This design comes from an exercise in tuning for small area and a short achievable clock period on the open sky130 flow, not from production work.
Power figures rest on the tool's default switching activity, not on a simulated workload.

==> job 3061: inputs <==
## fmul36
module fmul36 (
    input  wire        clk,
    input  wire        rst,
    input  wire        in_valid,
    input  wire [35:0] a,
    input  wire [35:0] b,
    input  wire [2:0]  rm,
    input  wire        ftz,
    output reg         out_valid,
    output reg  [35:0] result,
    output reg         iv,
    output reg         of,
    output reg         uf,
    output reg         nx
);
export LEC_CHECK = 0
export CAP_MARGIN = 20
export CORE_MARGIN = 2
export CORE_UTILIZATION = 65
export SLEW_MARGIN = 20
export SYNTH_HIERARCHICAL = 1
export SYNTH_MINIMUM_KEEP_SIZE = 0
create_clock -name core_clock -period 16.5 [get_ports {clk}]
run.sh (not shown) runs the stock make flow with config.mk's settings and CLKGATE_MAP_FILE= SYNTH_SCRIPT=/design/flow/synth_recipe.tcl, a recipe that flattens the netlist after the stock synthesis.
==> job 6712: changes against job 3061 <==
--- a/flow/design.v
+++ b/flow/design.v
@@ -86,37 +86,40 @@
             3'd4:    begin rc = 2'd3;             ovf_inf = 1'b1; end
             default: begin rc = 2'd3;             ovf_inf = 1'b0; end
         endcase
     end
     wire [26:0] ma = {!a_sub, fa};
     wire [26:0] mb = {!b_sub, fb};
-    function automatic [4:0] lzc27(input [26:0] x);
+    function automatic [4:0] msb27(input [26:0] x);
         integer k;
         begin
-            lzc27 = 5'd0;
+            msb27 = 5'd0;
             for (k = 0; k < 27; k = k + 1)
-                if (x[k]) lzc27 = 5'd26 - k[4:0];
+                if (x[k]) msb27 = k[4:0];
         end
     endfunction
     function automatic [4:0] tzc27(input [26:0] x);
         integer k;
         begin
             tzc27 = 5'd0;
             for (k = 26; k >= 0; k = k - 1)
                 if (x[k]) tzc27 = k[4:0];
         end
     endfunction
-    wire [4:0] lza = lzc27(ma);
-    wire [4:0] lzb = lzc27(mb);
+    wire [4:0] msa = msb27(ma);
+    wire [4:0] msb = msb27(mb);
     wire [4:0] tza = tzc27(ma);
     wire [4:0] tzb = tzc27(mb);
     wire [9:0] xa = a_sub ? 10'd1 : {1'b0, ea};
     wire [9:0] xb = b_sub ? 10'd1 : {1'b0, eb};
-    wire [9:0] xs = xa + xb;
-    wire [5:0] lz = lza + lzb;
     wire [5:0] tzs = {1'b0, tza} + {1'b0, tzb};
+    wire [4:0]  k0   = a_sub ? msa : msb;
+    wire signed [11:0] kt = 12'sd282 - $signed({2'b00, xa}) - $signed({2'b00, xb});
+    wire signed [11:0] d  = $signed({7'd0, k0}) - kt;
+    wire        dneg = (kt > $signed({7'd0, k0}));
+    wire [5:0]  ks   = !dneg ? {1'b0, k0} : ((kt > 12'sd63) ? 6'd63 : kt[5:0]);
     wire [26:0] man = {a_sub, fan};
     wire [26:0] mbn = {b_sub, fbn};
     wire [728:0] pp;
     genvar gi, gj;
     generate
         for (gi = 0; gi < 27; gi = gi + 1) begin : g_ppi
@@ -776,14 +779,14 @@
     fmul36_fa u_fa621 (.x(fc572), .y(fc526), .z(fs573), .s(fs621), .c(fc621));
     fmul36_fa u_fa622 (.x(fc573), .y(fc527), .z(fs574), .s(fs622), .c(fc622));
     fmul36_fa u_fa623 (.x(fc574), .y(pp[701]), .z(pp[727]), .s(fs623), .c(fc623));
     reg          v2;
     reg [53-1:0] csa_r;
     reg [52-1:0] csb_r;
-    reg [9:0]    xs2;
-    reg [5:0]    lz2;
+    reg [11:0]   d2;
+    reg [5:0]    ks2;
     reg [5:0]    tzs2;
     reg          s2, ovf_inf2, ftz2;
     reg [1:0]    rc2;
     reg          sp2, sp_nan2, sp_inf2, sp_iv2;
     always @(posedge clk) begin
         if (rst)
@@ -892,14 +895,14 @@
         csb_r[46] <= fs619;
         csb_r[47] <= fs620;
         csb_r[48] <= fs621;
         csb_r[49] <= fs622;
         csb_r[50] <= fs623;
         csb_r[51] <= pp[728];
-        xs2      <= xs;
-        lz2      <= lz;
+        d2       <= d;
+        ks2      <= ks;
         tzs2     <= tzs;
         s2       <= s;
         rc2      <= rc;
         ovf_inf2 <= ovf_inf;
         ftz2     <= ftz1;
         sp2      <= sp;
@@ -1014,23 +1017,19 @@
     assign yr[51] = csb_r[50];
     assign xr[52] = csa_r[52];
     assign yr[52] = csb_r[51];
     assign xr[53] = 1'b0;
     assign yr[53] = 1'b0;
     wire [53:0] prod = xr + yr;
-    wire signed [11:0] d  = $signed({2'b00, xs2}) - $signed({6'd0, lz2}) - 12'sd256;
-    wire signed [11:0] kt = 12'sd282 - $signed({2'b00, xs2});
-    wire [5:0]  k0   = 6'd26 - lz2;
-    wire        dneg = d[11];
-    wire [5:0]  ks   = !dneg ? k0 : ((kt > 12'sd63) ? 6'd63 : kt[5:0]);
-    wire [9:0]  e1b  = dneg ? 10'd0 : d[9:0];
-    wire        dn1  = (d == -12'sd1);
-    wire        dn2  = (d == -12'sd2);
-    wire        st2  = ({1'b0, tzs2} + 7'd2 < {1'b0, ks});
+    wire        dneg2 = d2[11];
+    wire [9:0]  e1b  = dneg2 ? 10'd0 : d2[9:0];
+    wire        dn1  = (d2 == 12'hFFF);
+    wire        dn2  = (d2 == 12'hFFE);
+    wire        st2  = ({1'b0, tzs2} + 7'd2 < {1'b0, ks2});
     wire [55:0] q    = {prod, 2'b00};
-    wire [55:0] qs   = q >> {ks[5:2], 2'b00};
+    wire [55:0] qs   = q >> {ks2[5:2], 2'b00};
     reg          v3;
     reg [32:0]   w3;
     reg [1:0]    ks3;
     reg [9:0]    e1b3;
     reg          dneg3, dn1_3, dn2_3, st2_3;
     reg          s3, ovf_inf3, ftz3;
@@ -1039,15 +1038,15 @@
     always @(posedge clk) begin
         if (rst)
             v3 <= 1'b0;
         else
             v3 <= v2;
         w3       <= qs[32:0];
-        ks3      <= ks[1:0];
+        ks3      <= ks2[1:0];
         e1b3     <= e1b;
-        dneg3    <= dneg;
+        dneg3    <= dneg2;
         dn1_3    <= dn1;
         dn2_3    <= dn2;
         st2_3    <= st2;
         s3       <= s2;
         rc3      <= rc2;
         ovf_inf3 <= ovf_inf2;
Settings changed: CORE_UTILIZATION 65 to 40.
==> job 8594: changes against job 3061 <==
--- a/flow/design.v
+++ b/flow/design.v
@@ -86,37 +86,59 @@
             3'd4:    begin rc = 2'd3;             ovf_inf = 1'b1; end
             default: begin rc = 2'd3;             ovf_inf = 1'b0; end
         endcase
     end
     wire [26:0] ma = {!a_sub, fa};
     wire [26:0] mb = {!b_sub, fb};
-    function automatic [4:0] lzc27(input [26:0] x);
+    function automatic [4:0] pos32(input [31:0] x, input hi);
+        reg [15:0] v1; reg [15:0] p1;
+        reg [7:0]  v2; reg [15:0] p2;
+        reg [3:0]  v3; reg [11:0] p3;
+        reg [1:0]  v4; reg [7:0]  p4;
+        reg        u;
         integer k;
         begin
-            lzc27 = 5'd0;
-            for (k = 0; k < 27; k = k + 1)
-                if (x[k]) lzc27 = 5'd26 - k[4:0];
-        end
-    endfunction
-    function automatic [4:0] tzc27(input [26:0] x);
-        integer k;
-        begin
-            tzc27 = 5'd0;
-            for (k = 26; k >= 0; k = k - 1)
-                if (x[k]) tzc27 = k[4:0];
+            for (k = 0; k < 16; k = k + 1) begin
+                v1[k] = x[2*k+1] | x[2*k];
+                u = hi ? x[2*k+1] : !x[2*k];
+                p1[k] = u;
+            end
+            for (k = 0; k < 8; k = k + 1) begin
+                v2[k] = v1[2*k+1] | v1[2*k];
+                u = hi ? v1[2*k+1] : !v1[2*k];
+                p2[2*k+:2] = u ? {1'b1, p1[2*k+1]} : {1'b0, p1[2*k]};
+            end
+            for (k = 0; k < 4; k = k + 1) begin
+                v3[k] = v2[2*k+1] | v2[2*k];
+                u = hi ? v2[2*k+1] : !v2[2*k];
+                p3[3*k+:3] = u ? {1'b1, p2[4*k+2+:2]} : {1'b0, p2[4*k+:2]};
+            end
+            for (k = 0; k < 2; k = k + 1) begin
+                v4[k] = v3[2*k+1] | v3[2*k];
+                u = hi ? v3[2*k+1] : !v3[2*k];
+                p4[4*k+:4] = u ? {1'b1, p3[6*k+3+:3]} : {1'b0, p3[6*k+:3]};
+            end
+            u = hi ? v4[1] : !v4[0];
+            pos32 = u ? {1'b1, p4[7:4]} : {1'b0, p4[3:0]};
         end
     endfunction
-    wire [4:0] lza = lzc27(ma);
-    wire [4:0] lzb = lzc27(mb);
-    wire [4:0] tza = tzc27(ma);
-    wire [4:0] tzb = tzc27(mb);
-    wire [9:0] xa = a_sub ? 10'd1 : {1'b0, ea};
-    wire [9:0] xb = b_sub ? 10'd1 : {1'b0, eb};
+    wire [4:0] msa = pos32({5'd0, ma}, 1'b1);
+    wire [4:0] msb = pos32({5'd0, mb}, 1'b1);
+    wire [4:0] tza = pos32({5'd0, ma}, 1'b0);
+    wire [4:0] tzb = pos32({5'd0, mb}, 1'b0);
+    wire [9:0] xa = {1'b0, ea[8:1], ea[0] | a_sub};
+    wire [9:0] xb = {1'b0, eb[8:1], eb[0] | b_sub};
     wire [9:0] xs = xa + xb;
-    wire [5:0] lz = lza + lzb;
     wire [5:0] tzs = {1'b0, tza} + {1'b0, tzb};
+    wire [4:0]  k0   = a_sub ? msa : msb;
+    wire signed [11:0] d = $signed({2'b00, xs}) + $signed({7'd0, k0}) - 12'sd282;
+    wire [9:0]  lim  = 10'd282 - {5'd0, k0};
+    wire        dneg = (xs < lim);
+    wire        kbig = (xs < 10'd219);
+    wire [5:0]  ktl  = 6'd26 - xs[5:0];
+    wire [5:0]  ks   = !dneg ? {1'b0, k0} : (kbig ? 6'd63 : ktl);
     wire [26:0] man = {a_sub, fan};
     wire [26:0] mbn = {b_sub, fbn};
     wire [728:0] pp;
     genvar gi, gj;
     generate
         for (gi = 0; gi < 27; gi = gi + 1) begin : g_ppi
@@ -776,14 +798,14 @@
     fmul36_fa u_fa621 (.x(fc572), .y(fc526), .z(fs573), .s(fs621), .c(fc621));
     fmul36_fa u_fa622 (.x(fc573), .y(fc527), .z(fs574), .s(fs622), .c(fc622));
     fmul36_fa u_fa623 (.x(fc574), .y(pp[701]), .z(pp[727]), .s(fs623), .c(fc623));
     reg          v2;
     reg [53-1:0] csa_r;
     reg [52-1:0] csb_r;
-    reg [9:0]    xs2;
-    reg [5:0]    lz2;
+    reg [11:0]   d2;
+    reg [5:0]    ks2;
     reg [5:0]    tzs2;
     reg          s2, ovf_inf2, ftz2;
     reg [1:0]    rc2;
     reg          sp2, sp_nan2, sp_inf2, sp_iv2;
     always @(posedge clk) begin
         if (rst)
@@ -892,14 +914,14 @@
         csb_r[46] <= fs619;
         csb_r[47] <= fs620;
         csb_r[48] <= fs621;
         csb_r[49] <= fs622;
         csb_r[50] <= fs623;
         csb_r[51] <= pp[728];
-        xs2      <= xs;
-        lz2      <= lz;
+        d2       <= d;
+        ks2      <= ks;
         tzs2     <= tzs;
         s2       <= s;
         rc2      <= rc;
         ovf_inf2 <= ovf_inf;
         ftz2     <= ftz1;
         sp2      <= sp;
@@ -1014,23 +1036,19 @@
     assign yr[51] = csb_r[50];
     assign xr[52] = csa_r[52];
     assign yr[52] = csb_r[51];
     assign xr[53] = 1'b0;
     assign yr[53] = 1'b0;
     wire [53:0] prod = xr + yr;
-    wire signed [11:0] d  = $signed({2'b00, xs2}) - $signed({6'd0, lz2}) - 12'sd256;
-    wire signed [11:0] kt = 12'sd282 - $signed({2'b00, xs2});
-    wire [5:0]  k0   = 6'd26 - lz2;
-    wire        dneg = d[11];
-    wire [5:0]  ks   = !dneg ? k0 : ((kt > 12'sd63) ? 6'd63 : kt[5:0]);
-    wire [9:0]  e1b  = dneg ? 10'd0 : d[9:0];
-    wire        dn1  = (d == -12'sd1);
-    wire        dn2  = (d == -12'sd2);
-    wire        st2  = ({1'b0, tzs2} + 7'd2 < {1'b0, ks});
+    wire        dneg2 = d2[11];
+    wire [9:0]  e1b  = dneg2 ? 10'd0 : d2[9:0];
+    wire        dn1  = (d2 == 12'hFFF);
+    wire        dn2  = (d2 == 12'hFFE);
+    wire        st2  = ({1'b0, tzs2} + 7'd2 < {1'b0, ks2});
     wire [55:0] q    = {prod, 2'b00};
-    wire [55:0] qs   = q >> {ks[5:2], 2'b00};
+    wire [55:0] qs   = q >> {ks2[5:2], 2'b00};
     reg          v3;
     reg [32:0]   w3;
     reg [1:0]    ks3;
     reg [9:0]    e1b3;
     reg          dneg3, dn1_3, dn2_3, st2_3;
     reg          s3, ovf_inf3, ftz3;
@@ -1039,15 +1057,15 @@
     always @(posedge clk) begin
         if (rst)
             v3 <= 1'b0;
         else
             v3 <= v2;
         w3       <= qs[32:0];
-        ks3      <= ks[1:0];
+        ks3      <= ks2[1:0];
         e1b3     <= e1b;
-        dneg3    <= dneg;
+        dneg3    <= dneg2;
         dn1_3    <= dn1;
         dn2_3    <= dn2;
         st2_3    <= st2;
         s3       <= s2;
         rc3      <= rc2;
         ovf_inf3 <= ovf_inf2;
@@ -1074,38 +1092,42 @@
         endcase
     end
     wire incn   = (rc3 == 2'd0) ? 1'b0 : (rc3 == 2'd1) ? (wv[0] | st2_3) : wv[0];
     wire cyn    = (&wv[27:1]) & incn;
     wire be0    = (dn1_3 & !wv[28]) | (dn2_3 & wv[27]);
     wire tiny   = dneg3 & !((dn1_3 & wv[28]) | (be0 & cyn));
-    wire [9:0]  ea1 = e1b3 + {9'd0, top};
-    wire [27:0] mr  = {1'b0, m} + {27'd0, inc};
+    wire [9:0]  ep  = e1b3 + {9'd0, top} + {9'd0, m[26]};
+    wire        c26 = inc & (&m[25:0]);
     reg          v4;
-    reg [27:0]   mr4;
+    reg [25:0]   m4;
+    reg          inc4, c26_4;
     reg          inx4, tiny4;
     reg [9:0]    ea4;
     reg          s4, ovf_inf4, ftz4;
     reg          sp4, sp_nan4, sp_inf4, sp_iv4;
     always @(posedge clk) begin
         if (rst)
             v4 <= 1'b0;
         else
             v4 <= v3;
-        mr4      <= mr;
+        m4       <= m[25:0];
+        inc4     <= inc;
+        c26_4    <= c26;
         inx4     <= inx;
         tiny4    <= tiny;
-        ea4      <= ea1;
+        ea4      <= ep;
         s4       <= s3;
         ovf_inf4 <= ovf_inf3;
         ftz4     <= ftz3;
         sp4      <= sp3;
         sp_nan4  <= sp_nan3;
         sp_inf4  <= sp_inf3;
         sp_iv4   <= sp_iv3;
     end
-    wire [10:0] ef  = {1'b0, ea4} + {9'd0, mr4[27], mr4[26]};
+    wire [25:0] mr  = m4 + {25'd0, inc4};
+    wire [10:0] ef  = {1'b0, ea4} + {10'd0, c26_4};
     wire        ovf = (ef >= 11'd511);
     reg [35:0] r_res;
     reg        r_iv, r_of, r_uf, r_nx;
     always @(*) begin
         r_iv = 1'b0; r_of = 1'b0; r_uf = 1'b0; r_nx = 1'b0;
         if (sp4) begin
@@ -1117,13 +1139,13 @@
             r_nx  = 1'b1;
         end else if (tiny4 & ftz4) begin
             r_res = {s4, 35'd0};
             r_uf  = 1'b1;
             r_nx  = 1'b1;
         end else begin
-            r_res = {s4, ef[8:0], mr4[25:0]};
+            r_res = {s4, ef[8:0], mr};
             r_uf  = tiny4 & inx4;
             r_nx  = inx4;
         end
     end
     always @(posedge clk) begin
         if (rst)
==> flow/flow/run.sh (new file) <==
#!/bin/bash
# The standard layout (bash standard.sh: the standard synthesis and ORFS
# from floorplan to finish), with every port buffered by buf_2 instead of
# the buffer buffer_ports picks by default.
set -euo pipefail
export BUFFER_PORTS_ARGS="-buffer_cell sky130_fd_sc_hd__buf_2"
bash standard.sh > standard.log 2>&1
==> flow/standard.sh (new file) <==
#!/bin/bash
# synth_recipe.tcl (not shown) runs the flow's synth.tcl, then flattens the netlist and writes it again
# the make line also repeats each setting of config.mk as NAME=value (left out here)
make -C /OpenROAD-flow-scripts/flow DESIGN_CONFIG=/design/flow/config.mk WORK_HOME=/design/flow/orfs CLKGATE_MAP_FILE= SYNTH_SCRIPT=/design/flow/synth_recipe.tcl "${@:-finish}"
Settings changed: CORE_UTILIZATION 65 to 40.
removed: flow/run.sh
==> run notes <==
status=finished clean; Slowest-stage cell, CP=o32ai_1; routability cong.=around 0.93; layout cells sized above 1=0.103; Logic pwr share=0.679; Total Wirelength=103,000 um; Yosys cell types=90; Synth Area in XOR/XNOR=0.0305; Final Power=7.62 mW; Worst EP required=about 17,000 ps; fraction of area in multi-input gates=0.683; total die area=0.0879 sq mm; CP cell instances=buf_4 > nand2b_1 > a21boi_0 > o21ai_0 > a21boi_0 > o21ai_0 > nand2_1 > a31oi_1 > o32ai_1 > ha_1 > ha_1 > nor2b_1 > o21a_1 > o21ai_0 > nand2b_1 > a21oi_1 > nor2b_1 > o21ai_0 > a21oi_1 > a2111oi_4 > mux2_2; global-route met3 utilization=0.0488
# the run above: job 8594

==> run notes <==
Logic pwr share=0.672; status=finished clean; global-route met3 utilization=0.0484; routability cong.=0.941; total die area=between 0.08 and 0.09 sq mm; Max Cap Violations=0; Synth Area in XOR/XNOR=0.0250; CP cell instances=buf_4 > inv_2 > nand2_1 > o21ai_4 > inv_2 > a211oi_1 > o211ai_1 > a21oi_1 > nor2_1 > ha_1 > nand2_1 > a2111oi_4 > o211ai_1 > a211o_1 > a211oi_4 > nand3_2 > nor3_2 > xnor2_1 > nor2_1 > a21oi_1; Slowest-stage cell, CP=inv_2
# the run above: job 6712

==> run notes <==
status=finished clean; CP cell instances=buf_4 > mux2i_1 > mux2_4 > clkinv_4 > o211ai_1 > a21oi_1 > nor2b_1 > ha_1 > ha_1 > nand3_1 > or4_4 > nor3_4 > nor3b_4 > nand2_4 > nor3_4 > nor2_1 > a2111o_1 > o21ai_1; Worst EP required=17,020 ps; fraction of area in multi-input gates=0.693; Total Wirelength=110,000 um; total die area=0.0554 sq mm; Final Power=7.65 mW; Yosys cell types=86; global-route met3 utilization=0.134
# the run above: job 3061

No run of this note included a check of the RTL's function; only the layout flow was run.

[port drivers added, routing unchanged]
In the flow no input, the clock included, has a driving cell. The finished layouts below were timed again as built, in two steps. Step 1, drivers: a clkbuf_16 drives clk and a buf_2 each remaining input, both assumed. Step 2 times the ports against the registers' clock, not the clock port: input delays grow and output delays shrink by t, the midpoint of the rising clock arrivals with the driver on. a / b / c = ideal / step 1 / step 2; a / b = the first two.
| run | shift t [ns] | slack for setup (ns) | hold WS [ns] | worst setup path at the end | cell pins on the clock port's net |
|---|---|---|---|---|---|
| job 3061 | 0.641 | 11.412 / 11.412 / 11.412 | 0.312 / 0.312 / 0.312 | register to register | 1 |
| job 6712 | 0.659 | 11.625 / 11.625 / 11.625 | 0.322 / 0.322 / 0.322 | register to register | 1 |
| job 8594 | 0.655 | 11.196 / 11.196 / 11.196 | 0.328 / 0.328 / 0.328 | register to register | 1 |
After both steps every run listed still meets setup and hold.
